From an optimization exercise on the open Yosys and OpenROAD flow, aimed at small area, a short achievable clock period and few clock cycles per item; shortcuts taken in it are not production practice.
No run shown here included a check of the RTL's function; only the layout flow was run.

==> design/flow/design.v <==
module gra_mac (
    input  wire         clk,
    input  wire         rst,
    input  wire         start,
    input  wire [6:0]   nwords,      
    input  wire [255:0] key,
    input  wire [63:0]  ctr,
    output wire         ready,
    input  wire         in_valid,
    input  wire [31:0]  in_data,
    output wire         in_ready,
    output wire         done,
    output wire [127:0] mac
);
    localparam integer S_IDLE = 0,
                       S_PRE  = 1,       
                       S_INIT = 2,       
                       S_RND  = 3,
                       S_ADD  = 4,       
                       S_ROT  = 5,       
                       S_WAIT = 6,       
                       S_DONE = 7;       
    function [31:0] bswap;
        input [31:0] x;
        bswap = {x[7:0], x[15:8], x[23:16], x[31:24]};
    endfunction
    function [31:0] rotr;
        input [31:0] x;
        input integer n;
        rotr = (x >> n) | (x << (32 - n));
    endfunction
    function [31:0] bsig0;
        input [31:0] x;
        bsig0 = rotr(x, 2) ^ rotr(x, 13) ^ rotr(x, 22);
    endfunction
    function [31:0] bsig1;
        input [31:0] x;
        bsig1 = rotr(x, 6) ^ rotr(x, 11) ^ rotr(x, 25);
    endfunction
    function [31:0] ssig0;
        input [31:0] x;
        ssig0 = rotr(x, 7) ^ rotr(x, 18) ^ (x >> 3);
    endfunction
    function [31:0] ssig1;
        input [31:0] x;
        ssig1 = rotr(x, 17) ^ rotr(x, 19) ^ (x >> 10);
    endfunction
    localparam [2047:0] KTAB = {
        32'h428a2f98, 32'h71374491, 32'hb5c0fbcf, 32'he9b5dba5,
        32'h3956c25b, 32'h59f111f1, 32'h923f82a4, 32'hab1c5ed5,
        32'hd807aa98, 32'h12835b01, 32'h243185be, 32'h550c7dc3,
        32'h72be5d74, 32'h80deb1fe, 32'h9bdc06a7, 32'hc19bf174,
        32'he49b69c1, 32'hefbe4786, 32'h0fc19dc6, 32'h240ca1cc,
        32'h2de92c6f, 32'h4a7484aa, 32'h5cb0a9dc, 32'h76f988da,
        32'h983e5152, 32'ha831c66d, 32'hb00327c8, 32'hbf597fc7,
        32'hc6e00bf3, 32'hd5a79147, 32'h06ca6351, 32'h14292967,
        32'h27b70a85, 32'h2e1b2138, 32'h4d2c6dfc, 32'h53380d13,
        32'h650a7354, 32'h766a0abb, 32'h81c2c92e, 32'h92722c85,
        32'ha2bfe8a1, 32'ha81a664b, 32'hc24b8b70, 32'hc76c51a3,
        32'hd192e819, 32'hd6990624, 32'hf40e3585, 32'h106aa070,
        32'h19a4c116, 32'h1e376c08, 32'h2748774c, 32'h34b0bcb5,
        32'h391c0cb3, 32'h4ed8aa4a, 32'h5b9cca4f, 32'h682e6ff3,
        32'h748f82ee, 32'h78a5636f, 32'h84c87814, 32'h8cc70208,
        32'h90befffa, 32'ha4506ceb, 32'hbef9a3f7, 32'hc67178f2};
    localparam [255:0] IV = {32'h6a09e667, 32'hbb67ae85, 32'h3c6ef372, 32'ha54ff53a,
                             32'h510e527f, 32'h9b05688c, 32'h1f83d9ab, 32'h5be0cd19};
    reg  [7:0]   st;          
    reg          outer;       
    reg          keyblk;      
    reg          opad;        
    reg          fin_blk;     
    reg          is_last;     
    reg  [5:0]   rnd;         
    reg  [3:0]   slot_r;      
    reg  [4:0]   have_r;      
    reg          nbrk;        
    reg  [7:0]   rem;         
    reg  [31:0]  w [0:15];    
    reg  [31:0]  a, b, c, d, e, f, g, h;
    reg  [31:0]  p;           
    reg  [31:0]  hv [0:7];    
    wire        in_idle  = st[S_IDLE];
    wire        in_pre   = st[S_PRE];
    wire        in_init  = st[S_INIT];
    wire        in_rnd   = st[S_RND];
    wire        in_add   = st[S_ADD];
    wire        in_rot   = st[S_ROT];
    wire        in_wait  = st[S_WAIT];
    wire        in_done  = st[S_DONE];
    wire        last_in  = !outer && is_last;
    assign done  = in_done;
    assign ready = in_idle || in_done;
    wire        cont     = !outer && !is_last;       
    wire        early    = in_rnd && (rnd <= 6'd12);
    wire        late     = (in_rnd && rnd[5]) || in_add;    
    reg         feed;         
    reg         newfeed;      
    reg  [3:0]  slot;
    always @(*) begin
        feed    = 1'b0;
        newfeed = 1'b0;
        slot    = 4'd0;
        if (in_idle || in_done) begin
            feed = 1'b1; newfeed = 1'b1; slot = 4'd0;
        end else if (in_pre) begin
            feed = 1'b1; slot = 4'd1;
        end else if (in_init) begin
            feed = 1'b1; slot = 4'd2;
        end else if (in_wait) begin
            feed = 1'b1; slot = slot_r;
        end else if (in_rot) begin
            feed = 1'b1; newfeed = (rnd[1:0] == 2'd0); slot = {2'b0, rnd[1:0]};
        end else if (early) begin
            feed = 1'b1; slot = rnd[3:0] + 4'd3;
        end else begin
            if (in_rnd && rnd == 6'd62 && cont) begin
                feed = 1'b1; newfeed = 1'b1; slot = 4'd0;
            end
            if (in_rnd && rnd == 6'd63 && (cont || last_in)) begin
                feed = 1'b1; newfeed = last_in; slot = {3'd0, cont};
            end
            if (in_add && (cont || last_in)) begin
                feed = 1'b1; slot = {2'd0, cont, last_in};
            end
        end
    end
    wire        f_key    = in_idle || in_pre || in_done || ((in_init || early) && keyblk) || (late && last_in);
    wire        f_opad   = outer || (late && last_in);       
    wire        f_ih     = in_rot || (early && fin_blk);
    wire [4:0]  have     = newfeed ? 5'd0 : have_r;
    wire [31:0] len_bits = 32'd768 + {20'd0, nwords, 5'd0};
    wire [31:0] pad      = (f_opad && !in_idle && !in_pre && !in_done) ? 32'h5c5c5c5c : 32'h36363636;
    wire        rem_pos  = !rem[7] && (rem != 8'd0);
    reg  [31:0] src_word;
    reg         src_in;       
    always @(*) begin
        src_word = 32'd0;
        src_in   = 1'b0;
        if (f_key) begin
            src_word = pad;
            if (!slot[3]) src_word = bswap(key[32*slot[2:0] +: 32]) ^ pad;
        end else if (f_ih) begin
            if (!slot[3])            src_word = hv[slot[2:0]];
            else if (slot == 4'd8)   src_word = 32'h80000000;
            else if (slot == 4'd15)  src_word = 32'd768;
        end else begin
            if (rem_pos) begin
                src_word = bswap(in_data);
                src_in   = 1'b1;
            end else if (rem == 8'd0)               src_word = bswap(ctr[31:0]);
            else if (rem == 8'hff)                  src_word = bswap(ctr[63:32]);
            else if (rem == 8'hfe)                  src_word = 32'h80000000;
            else if (slot == 4'd15 && rem != 8'hfd) src_word = len_bits;
        end
    end
    wire        want     = feed && ({1'b0, slot} == have);
    wire        avail    = !src_in || in_valid;
    wire        take     = want && avail;
    wire        miss     = want && !avail;
    wire        take_msg = take && !f_key && !f_ih;
    assign in_ready = want && src_in;
    wire [31:0] wq0   = ssig0(w[1]);
    wire [31:0] wq1   = ssig1(w[14]);
    wire [31:0] wx1   = w[0] ^ w[9] ^ wq0;
    wire [31:0] wy1   = {(w[0][30:0] & w[9][30:0]) | (w[0][30:0] & wq0[30:0]) | (w[9][30:0] & wq0[30:0]), 1'b0};
    wire [31:0] wx2   = wx1 ^ wy1 ^ wq1;
    wire [31:0] wy2   = {(wx1[30:0] & wy1[30:0]) | (wx1[30:0] & wq1[30:0]) | (wy1[30:0] & wq1[30:0]), 1'b0};
    wire [31:0] w_new = wx2 + wy2;
    reg  [31:0] tail;
    always @(*) begin
        if (take)
            tail = src_word;
        else if (feed)
            tail = w[0];              
        else
            tail = w_new;
    end
    wire        rot     = in_rot || (in_add && opad);
    reg  [1:0]  k;
    always @(*) begin
        if (in_rnd)      k = 2'd0 - rnd[1:0];
        else if (in_rot) k = 2'd2 - rnd[1:0];
        else if (rot)    k = 2'd3;
        else             k = 2'd0;
    end
    wire        ff_iv   = rot || keyblk;
    wire [31:0] hv_a    = ff_iv ? IV[255 - 32*k -: 32] : hv[k];
    wire [31:0] hv_e    = ff_iv ? IV[127 - 32*k -: 32] : hv[{1'b1, k}];
    wire [31:0] st_a    = rot ? d : (in_init ? 32'd0 : a);
    wire [31:0] st_e    = rot ? h : (in_init ? 32'd0 : e);
    wire [31:0] sum_a   = hv_a + st_a;
    wire [31:0] sum_e   = hv_e + st_e;
    wire        ld_iv   = in_init && keyblk;
    wire [31:0] ld1     = ld_iv ? IV[223:192] : hv[1];
    wire [31:0] ld2     = ld_iv ? IV[191:160] : hv[2];
    wire [31:0] ld3     = ld_iv ? IV[159:128] : hv[3];
    wire [31:0] ld5     = ld_iv ? IV[95:64]   : hv[5];
    wire [31:0] ld6     = ld_iv ? IV[63:32]   : hv[6];
    wire [31:0] ld7     = ld_iv ? IV[31:0]    : hv[7];
    wire [31:0] ch    = (e & f) ^ (~e & g);
    wire [31:0] maj   = (a & b) ^ (a & c) ^ (b & c);
    wire [31:0] s1    = bsig1(e);
    wire [31:0] s0    = bsig0(a);
    wire [31:0] x1    = p ^ s1 ^ ch;
    wire [31:0] y1    = {(p[30:0] & s1[30:0]) | (p[30:0] & ch[30:0]) | (s1[30:0] & ch[30:0]), 1'b0};
    wire [31:0] x2    = x1 ^ y1 ^ d;
    wire [31:0] y2    = {(x1[30:0] & y1[30:0]) | (x1[30:0] & d[30:0]) | (y1[30:0] & d[30:0]), 1'b0};
    wire [31:0] x3    = x1 ^ y1 ^ s0;
    wire [31:0] y3    = {(x1[30:0] & y1[30:0]) | (x1[30:0] & s0[30:0]) | (y1[30:0] & s0[30:0]), 1'b0};
    wire [31:0] x4    = x3 ^ y3 ^ maj;
    wire [31:0] y4    = {(x3[30:0] & y3[30:0]) | (x3[30:0] & maj[30:0]) | (y3[30:0] & maj[30:0]), 1'b0};
    wire [31:0] e_new = x2 + y2;
    wire [31:0] a_new = x4 + y4;
    wire        shift = in_rnd || rot;
    wire [5:0]  kidx  = in_rnd ? rnd + 6'd1 : 6'd0;
    wire [31:0] kval  = KTAB[2047 - 32*kidx -: 32];
    wire [31:0] hnext = shift ? g : ld7;
    wire [31:0] px    = hnext ^ kval ^ w[14];
    wire [31:0] py    = {(hnext[30:0] & kval[30:0]) | (hnext[30:0] & w[14][30:0]) | (kval[30:0] & w[14][30:0]), 1'b0};
    wire [31:0] p_new = px + py;
    integer i;
    always @(posedge clk) begin
        for (i = 0; i < 15; i = i + 1)
            w[i] <= w[i+1];
        w[15] <= tail;
        p <= p_new;
        a <= in_rnd ? a_new : sum_a;
        e <= in_rnd ? e_new : sum_e;
        if (shift) begin
            b <= a; c <= b; d <= c;
            f <= e; g <= f; h <= g;
        end else begin
            b <= ld1; c <= ld2; d <= ld3;
            f <= ld5; g <= ld6; h <= ld7;
        end
    end
    wire        ff_wr  = !opad && ((in_rnd && rnd >= 6'd61) || in_add);
    wire        h3_wr  = fin_blk && in_rnd && (rnd < 6'd4);       
    wire [31:0] bus_a  = h3_wr ? d : sum_a;
    wire [1:0]  wk     = h3_wr ? 2'd3 - rnd[1:0] : k;
    always @(posedge clk) begin
        if (ff_wr || h3_wr)
            hv[wk] <= bus_a;
        if (ff_wr)
            hv[{1'b1, k}] <= sum_e;
    end
    assign mac = {bswap(hv[3]), bswap(hv[2]), bswap(hv[1]), bswap(hv[0])};
    always @(posedge clk) begin
        if (feed) begin
            slot_r <= slot + 4'd1;
            have_r <= take ? have + 5'd1 : have;
        end else begin
            slot_r <= slot_r + 4'd1;
        end
        if (take_msg) begin
            rem <= rem - 8'd1;
            if (slot == 4'd15) is_last <= rem[7] && (rem <= 8'hfc);
        end
        if (rst) begin
            st    <= 8'd1 << S_IDLE;
            nbrk  <= 1'b0;
        end else begin
            st <= 8'd0;
            case (1'b1)
                in_idle: begin
                    st[start ? S_PRE : S_IDLE] <= 1'b1;
                end
                in_pre: begin
                    outer   <= 1'b0;
                    keyblk  <= 1'b1;
                    opad    <= 1'b0;
                    fin_blk <= 1'b0;
                    is_last <= 1'b0;
                    rem     <= {1'b0, nwords} + 8'd6;
                    nbrk    <= 1'b0;
                    st[S_INIT] <= 1'b1;
                end
                in_init: begin
                    rnd   <= 6'd0;
                    st[miss ? S_WAIT : S_RND] <= 1'b1;
                end
                in_wait: begin
                    st[(slot_r == 4'd1 && (have_r > 5'd1 || (have_r == 5'd1 && avail))) ? S_INIT : S_WAIT] <= 1'b1;
                end
                in_rnd: begin
                    rnd <= rnd + 6'd1;
                    if (rnd >= 6'd62 && miss) nbrk <= 1'b1;
                    if (early && miss)
                        st[S_WAIT] <= 1'b1;
                    else if (rnd == 6'd63)
                        st[S_ADD] <= 1'b1;
                    else
                        st[S_RND] <= 1'b1;
                end
                in_add: begin
                    rnd  <= 6'd0;
                    nbrk <= 1'b0;
                    if (fin_blk) begin
                        st[S_DONE] <= 1'b1;
                    end else if (opad) begin
                        keyblk  <= 1'b0;
                        opad    <= 1'b0;
                        fin_blk <= 1'b1;
                        st[S_ROT] <= 1'b1;
                    end else if (last_in) begin
                        outer   <= 1'b1;
                        keyblk  <= 1'b1;
                        opad    <= 1'b1;
                        st[S_INIT] <= 1'b1;
                    end else begin
                        keyblk  <= 1'b0;
                        st[(nbrk || miss) ? S_WAIT : S_RND] <= 1'b1;
                    end
                end
                in_rot: begin
                    rnd <= rnd + 6'd1;
                    if (rnd[1:0] == 2'd2) begin
                        rnd <= 6'd0;
                        st[S_RND] <= 1'b1;
                    end else begin
                        st[S_ROT] <= 1'b1;
                    end
                end
                in_done: begin
                    st[start ? S_PRE : S_IDLE] <= 1'b1;
                end
                default: st[S_IDLE] <= 1'b1;
            endcase
        end
    end
endmodule
==> design/flow/run.sh <==
#!/bin/bash
# synth_recipe.tcl (not shown) runs the flow's synth.tcl, then flattens the netlist and writes it again
# the make line also repeats each setting of config.mk as NAME=value (left out here)
make -C /OpenROAD-flow-scripts/flow DESIGN_CONFIG=/design/flow/config.mk WORK_HOME=/design/flow/orfs CLKGATE_MAP_FILE= SYNTH_SCRIPT=/design/flow/synth_recipe.tcl finish
==> design/flow/config.mk <==
export PLATFORM = sky130hd
export DESIGN_NAME = gra_mac
export DESIGN_NICKNAME = gra_mac
export VERILOG_FILES = /design/flow/design.v
export SDC_FILE = /design/flow/constraint.sdc
export NUM_CORES = 4
export LEC_CHECK = 0
export CAP_MARGIN = 20
export CORE_MARGIN = 2
export CORE_UTILIZATION = 40
export SETUP_SLACK_MARGIN = 3
export SLEW_MARGIN = 20
==> design/flow/constraint.sdc <==
create_clock -name core_clock -period 10.0 [get_ports {clk}]
set_input_delay 2.0000 -clock core_clock [delete_from_list [all_inputs] [get_ports {clk}]]
set_output_delay 2.0000 -clock core_clock [all_outputs]
set_load 0.01 [all_outputs]
==> results.sh, run 1 <==
export IMPL_outcome="finished clean"
export IMPL_cts_clk_slew_worst_paths_ps=60
export IMPL_antenna_found_initial=23
export IMPL_synth_edff_count=271
export IMPL_r2r_slack_ps=3210
export IMPL_filler_cell_count=14000
export IMPL_nets=7716
export IMPL_hold_start="w[7][20]"
export IMPL_synth_area_um2=59600
export IMPL_synth_top_area_share_pct=27.6
export IMPL_grt_pass1_wl_um=370000
export IMPL_fin_crit_ps=6890
export IMPL_cts_buffers=114
export IMPL_first_global_vias=49500
export IMPL_maxCapViolations=0
export IMPL_cts_buffer_depth=3
export IMPL_ys_warn_count=2
export IMPL_cp_start_kind="flip-flop"
export IMPL_core_um2=148000
export IMPL_track_usage_pct=34.0
export IMPL_tightestPinTransition_ps=1300
export IMPL_num_rows=141
export IMPL_hold_path_class="flip-flop to flip-flop"
export IMPL_worstPathRequired_ps=8000
export IMPL_cts_root_buf="clkbuf_16"
export IMPL_r2r_end="p[31]"
export IMPL_grt_ovfl_total=0
export IMPL_drtAntennaViolNets=0
export IMPL_skew_ps=62.4
export IMPL_die_x_um=390
export IMPL_holdPathStages=0
export IMPL_netlist_top_cells_area="dfxtp_1 (28%), edfxtp_1 (14%), nand2_1 (8.5%)"
export IMPL_drive_gt1_share_pct=6.71
export IMPL_grt_max_degree=154
export IMPL_fin_ws_ps=3110
export IMPL_ys_async_sr_fraction_pct=0
export IMPL_finalHoldViolCount=0
export IMPL_dr_pass1_iters=9
export IMPL_synth_cell_types=99
export IMPL_initial_core_util_pct=40.3
export IMPL_end_kind="output port"
export IMPL_viasPerCell=5.93
export IMPL_rsz0062_at_grt="true"
export IMPL_cts_tree="built"
export IMPL_slew_viol_final=0
export IMPL_wl_per_cell_um=29.9
export IMPL_globalplace_congestion=1.01
export IMPL_cts_hold_buffers=0
export IMPL_setup_tns_ps=0
export IMPL_crit_path_max_fanout=23
export IMPL_dpl_worst_slack_ps=1510
export IMPL_hpwlAfterDp_um=201000
export IMPL_clk_latency_ps=790
export IMPL_synth_seq_cells=1093
export IMPL_crit_arrival_ps=4890
export IMPL_die_h_um=390
export IMPL_holdPathEnd="w[6][20]"
export IMPL_synth_area_per_cell_um2=9.04
export IMPL_cts_htree_levels=3
export IMPL_relSlewSlack_pct=12.4
export IMPL_hold_ws_ps=283
export IMPL_r2r_cells=24
export IMPL_crit_type="flip-flop to output port"
export IMPL_die_area_um2=152000
export IMPL_drc_errors=0
export IMPL_boundaryPins=494
export IMPL_port_buffers=493
export IMPL_fmax_ghz=0.145
export IMPL_vias=53000
export IMPL_cts_sinks=1093
export IMPL_drt_iter0_markers=6944
export IMPL_ys_flop_type="dfxtp_1"
export IMPL_synth_area_leader_cell="dfxtp_1"
export IMPL_min_period_over_period_pct=68.9
export IMPL_netlist_instances=6586
export IMPL_routed_wl_um=267000
export IMPL_area_delta_synth_final_pct=18.6
export IMPL_regToRegStartpoint="rnd[0]"
export IMPL_final_setup_viol_count=0
export IMPL_synth_nets=7394
export IMPL_yosysSeqAreaShare_pct=41.3
cells by family (layout without fill, tap and decap cells):
group,count (synthesis),after routing,synth area share (%)
AO/OA/AOI/OAI,1276,1276,13.3
XOR/XNOR,443,443,6.53
adder cells (fa/ha/maj),477,477,12.7
buffers and inverters,663,1079,4.43
flip-flops,1093,1093,41.3
multiplexers,145,145,3.47
other,0,14,0
AND/OR/NAND/NOR,2489,2491,18.3
placed cells by master, fill, tap and decap left out, drive strengths merged, types with 20 or more instances in the layout:
cell type / count
nand4: 23
a311oi: 38
clkbuf: 155
o311ai: 28
mux2i: 74
nand2b: 101
a211oi: 49
a31oi: 56
o21a: 20
nand3: 441
fa: 220
buf: 126
and3: 56
and2: 46
o21bai: 23
a21oi: 300
nor2b: 23
o21ai: 459
clkinv: 40
edfxtp: 271
mux4: 47
clkdlybuf4s50: 493
mux2: 24
xnor2: 327
nand2: 1355
nor2: 290
a21o: 90
ha: 225
o31ai: 22
xor2: 116
nor3: 74
o211ai: 42
maj3: 32
inv: 248
dfxtp: 822
routing by layer:
layer,wire [um],GRT usage [%],share of wire [%],vias to the layer above
met2,115000,51.2,43,3096
met3,30000,8.88,11,566
met5,192,0,0.072,-
met1,107000,45.3,40,26000
met4,14400,16.7,5.4,16
li1,-,-,-,23300
metrics by stage:
step           util (%)  cells  instance area [um^2]
2_1_floorplan         -   6586                 59600
3_3_place_gp       44.8   8695                 66300
3_5_place_dp       44.8   8695                 66300
4_1_cts            47.6   8922                 70300
5_1_grt            47.8   8946                 70600
6_report           47.8   8948                 70700
sequential cells by signal, summed over array words and instances, names as in the netlist, 4 cells and up:
register and flops:
c 32, st 8, e 32, a 32, d 32, w 512, p 32, have_r 5
rnd 6, f 32, hv 256, rem 8, b 32, slot_r 4, g 32, h 32
what timing repair did:
action | 4_1_cts | 5_1_grt
gates cloned | 0 | 2
endpoints found under the setup margin | 57 | 43
gates resized for setup | 22 | 36
setup buffers | 15 | 9
pin swaps | 2 | 2
synthesized netlist by cell type (19+ instances only):
cell and n:
nor3_1 74, o31ai_1 22, dfxtp_1 822, a21oi_1 300, maj3_1 32, xnor2_1 326
nor2b_1 23, nand3_1 440, o21a_1 20, clkbuf_1 300, a21o_1 90, nand4_1 23
inv_1 246, mux2i_1 74, a311oi_1 38, o22ai_1 19, ha_1 225, buf_1 40
o21ai_0 449, o211ai_1 41, nand2_1 1354, nor4_1 19, a31oi_1 56, nand2b_1 101
mux4_2 47, o311ai_0 26, and2_1 42, fa_1 220, mux2_2 24, nor2_1 287
o21bai_1 23, edfxtp_1 271, xor2_1 116, a211oi_1 49, and3_1 56, buf_2 64
worst max-delay path: stages (launching register included):
cell and delay [ps]:
edfxtp_1 370, buf_8 210, ha_1 430, or3b_1 380, o31a_1 250, o311a_1 390
nor2_4 470, a31o_2 280, nand3b_1 260, nor4_1 470, clkdlybuf4s50_1 640
cell type report:
class                      count  area (um^2)  area share [%]
clock inverter                57          659           0.933
multi-input combinational   4832        32800            46.4
clock buffer                 155         3190            4.51
antenna                       14         35.0          0.0496
tap                         1930         2410            3.42
timing repair buffer         619         6030            8.54
sequential                  1093        24600            34.8
inverter                     248          942            1.33
how the worst max path moves through the flow:
stage	start	endpoint	slack (ps)	depth (start not counted)
floorplan	rnd[0]	p[31]	3110	30
global placement	rnd[1]	p[31]	1780	25
detailed placement	rnd[1]	p[31]	1510	25
CTS	rnd[0]	p[31]	2980	28
global route	rnd[0]	p[31]	2890	23
finish	rnd[0]	in_ready	3110	10
==> run 2: changes to the inputs <==
--- a/design/flow/config.mk
+++ b/design/flow/config.mk
@@ -8,5 +8,5 @@
 export CAP_MARGIN = 20
 export CORE_MARGIN = 2
 export CORE_UTILIZATION = 40
-export SETUP_SLACK_MARGIN = 3
+export SETUP_SLACK_MARGIN = 5
 export SLEW_MARGIN = 20
==> results.sh, run 2 <==
export IMPL_synth_area_per_cell_um2=9.04
export IMPL_grt_ovfl_total=0
export IMPL_fin_ws_ps=4240
export IMPL_setup_tns_ps=0
export IMPL_yosysSeqAreaShare_pct=41.3
export IMPL_ys_flop_type="dfxtp_1"
export IMPL_drt_iter0_markers=7760
export IMPL_synth_top_cells_by_count="nand2_1 (1354), dfxtp_1 (822), o21ai_0 (449)"
export IMPL_instances_no_fill=9217
export IMPL_port_buffers=493
export IMPL_synth_area_um2=59600
export IMPL_crit_type="flip-flop to flip-flop"
export IMPL_layout_common_cells="nand2_1 (1313), dfxtp_1 (791), clkdlybuf4s50_1 (492)"
export IMPL_hold_path_class="flip-flop to flip-flop"
export IMPL_grt_use_met3_pct=11.0
export IMPL_cts_clk_slew_worst_paths_ps=70
export IMPL_holdPathStages=0
export IMPL_antenna_found_initial=28
export IMPL_viasPerCell=6.01
export IMPL_globalplace_congestion=0.995
export IMPL_synth_seq_cells=1093
export IMPL_vias=55400
export IMPL_area_delta_synth_final_pct=28.4
export IMPL_die_area_um2=152000
export IMPL_cp_depth=24
export IMPL_rsz0062_at_grt="true"
export IMPL_cpMaxStageDelayCell="fa_1"
export IMPL_cts_htree_levels=3
export IMPL_crit_chain="ha_4 -> xor2_4 -> nor2_4 -> xnor2_2 -> buf_6 -> nand2_8 -> buf_6 -> nand2_1 -> nand2_1 -> o311ai_0 -> a21oi_1 -> o21ai_1 -> fa_1 -> inv_1 -> ha_1 -> o2111a_1 -> or4_4 -> a21oi_4 -> and3_4 -> o31ai_4 -> a2111oi_4 -> o21bai_1 -> a21oi_1 -> xnor2_1"
export IMPL_yosysMostFrequentCell="nand2_1"
export IMPL_r2r_slack_ps=4240
export IMPL_min_period_over_period_pct=57.6
export IMPL_grt_use_met2_pct=52.2
export IMPL_initial_core_util_pct=40.3
export IMPL_netlist_instances=6586
export IMPL_synth_top_area_share_pct=27.6
export IMPL_largestRegisters="w (512), hv (256)"
export IMPL_cts_buffers=115
export IMPL_crit_buf_inv=3
export IMPL_layout_commonest_cell="nand2_1"
export IMPL_r2r_cells=24
export IMPL_dr_pass1_iters=6
export IMPL_drtAntennaViolNets=0
export IMPL_drive_gt1_share_pct=15.7
export IMPL_crit_arrival_ps=6390
export IMPL_worstPathRequired_ps=10630
export IMPL_cp_startpoint="rnd[1]"
export IMPL_synth_area_leader_cell="dfxtp_1"
export IMPL_fmax_ghz=0.174
export IMPL_cts_root_buf="clkbuf_16"
export IMPL_synth_edff_count=271
export IMPL_track_usage_pct=36.2
export IMPL_regToRegStartpoint="rnd[1]"
export IMPL_outcome="finished clean"
export IMPL_ys_async_sr_fraction_pct=0
export IMPL_ys_warn_count=2
export IMPL_top_register="w"
export IMPL_core_um2=148000
export IMPL_synth_cell_types=99
export IMPL_cp_start_kind="flip-flop"
export IMPL_cts_tree="built"
export IMPL_routed_wl_um=286000
export IMPL_num_rows=141
export IMPL_slew_viol_final=0
export IMPL_maxCapViolations=0
export IMPL_nets=7980
export IMPL_die_x_um=390
export IMPL_dpl_worst_slack_ps=2170
export IMPL_tightestPinTransition_ps=1250
export IMPL_grt_busiest_layer="met2"
export IMPL_hold_ws_ps=294
export IMPL_max_stage_delay_ps=530
export IMPL_hpwlAfterDp_um=205000
export IMPL_clk_latency_ps=820
export IMPL_wl_per_cell_um=31.0
export IMPL_finalHoldViolCount=0
export IMPL_drc_errors=0
export IMPL_relSlewSlack_pct=16.6
export IMPL_netlist_top_cells_area="dfxtp_1 (28%), edfxtp_1 (14%), nand2_1 (8.5%)"
export IMPL_die_h_um=390
export IMPL_grt_max_degree=126
export IMPL_first_global_vias=51900
export IMPL_synth_nets=7394
export IMPL_cts_sinks=1093
export IMPL_fin_crit_ps=5760
export IMPL_boundaryPins=494
export IMPL_skew_ps=108
export IMPL_cts_buffer_depth=3
export IMPL_final_setup_viol_count=0
export IMPL_end_kind="flip-flop"
export IMPL_r2r_end="p[29]"
export IMPL_largest_reg_flops=512
export IMPL_dp_cells=8691
export IMPL_crit_path_max_fanout=26
export IMPL_grt_pass1_wl_um=392000
export IMPL_grt_use_met1_pct=47.6
export IMPL_crit_end="p[29]"
export IMPL_critPathTopFamily="compound AO/OA/AOI/OAI gates"
[run 2: cell count changes in the layout (fill, tap and decap cells not counted), sizes merged, moves of 2 or more]
cell	before	now
buf	126	364
bufbuf	0	12
bufinv	6	15
clkbuf	155	152
nand3	441	444
a21o	90	92
clkinvlp	11	13
diode	14	12
inv	248	250
nand2	1355	1357
or2	9	11
[run 2: cell type report]
class | count | area (um^2)
repair inverters | 1 | 8.76
fillers | 13500 | 71400
clock buffers | 150 | 3160
well taps | 1930 | 2410
repair buffers | 870 | 8790
diodes | 12 | 30.0
clock inverters | 70 | 938
multi-input cells | 4843 | 35500
inverters | 248 | 992
flip-flops and latches | 1093 | 24700
[run 2: layer usage]
metal / vias to the layer above / wire length, um
li1: 23900 / -
met1: 26900 / 110000
met2: 3759 / 118000
met3: 821 / 37500
met4: 20 / 20700
met5: - / 121
[run 2: cell families after synthesis]
group	synth area share, %
flops	41.3
fa+ha+maj	12.7
mux	3.47
simple gates	18.3
buf+inv	4.43
compound gates	13.3
xor+xnor	6.53
[run 2: worst min-delay path by stage]
stage                     startpoint  endpoint
after floorplan             w[11][0]  w[10][0]
after global placement       w[2][5]   w[1][5]
after detailed placement    w[2][14]  w[1][14]
after CTS                   w[2][23]  w[1][23]
after global routing         w[6][5]   w[5][5]
final                       w[7][12]  w[6][12]
[run 2: worst register-to-register path, stage by stage, from the launching register on]
cell and delay, ps:
edfxtp_1 500, ha_4 250, xor2_4 320, nor2_4 80, xnor2_2 140, buf_6 160
nand2_8 130, buf_6 270, nand2_1 240, nand2_1 170, o311ai_0 160, a21oi_1 210
o21ai_1 150, fa_1 530, inv_1 50, ha_1 360, o2111a_1 180, or4_4 510
a21oi_4 180, and3_4 240, o31ai_4 80, a2111oi_4 390, o21bai_1 100, a21oi_1 170
xnor2_1 90
[run 2: timing repair]
action | 4_1_cts | 5_1_grt
buffers inserted | 178 | 86
gates cloned | 27 | 3
hold buffers | 0 | 0
pin swaps | 148 | 135
endpoints found under the setup margin | 389 | 215
gates resized for setup | 488 | 254
[run 2: through the flow]
step,cell area [um^2],util (%)
after global routing,76500,51.7
final,76500,51.7
after detailed placement,66400,44.9
after global placement,66400,44.9
after CTS,74600,50.4
after floorplan,60000,-

-- re-timing with driven ports --
The results above use ideal ports. As a check the final layouts listed here were re-extracted and re-timed, cells and wires unchanged. Step 1, drivers: a clkbuf_16 drives clk and a buf_2 each remaining input, both assumed. Step 2, shift: input delay + t, output delay - t, t = (earliest + latest rising clock arrival at the registers) / 2. This alone moves slack from input paths to output paths. a / b / c = ideal / step 1 / step 2; a / b = the first two.
run	t (ns)	setup slack, ns	hold slack, ns	clock arrival spread, ns	worst data-port slew with drivers (ns)
run 1	0.843	3.108 / 3.021 / 3.209	0.283 / 0.283 / 0.283	0.071 / 0.071	0.18
run 2	0.855	4.240 / 4.240 / 4.240	0.294 / 0.294 / 0.294	0.110 / 0.110	0.17
After both steps setup and hold are still met in every run listed.
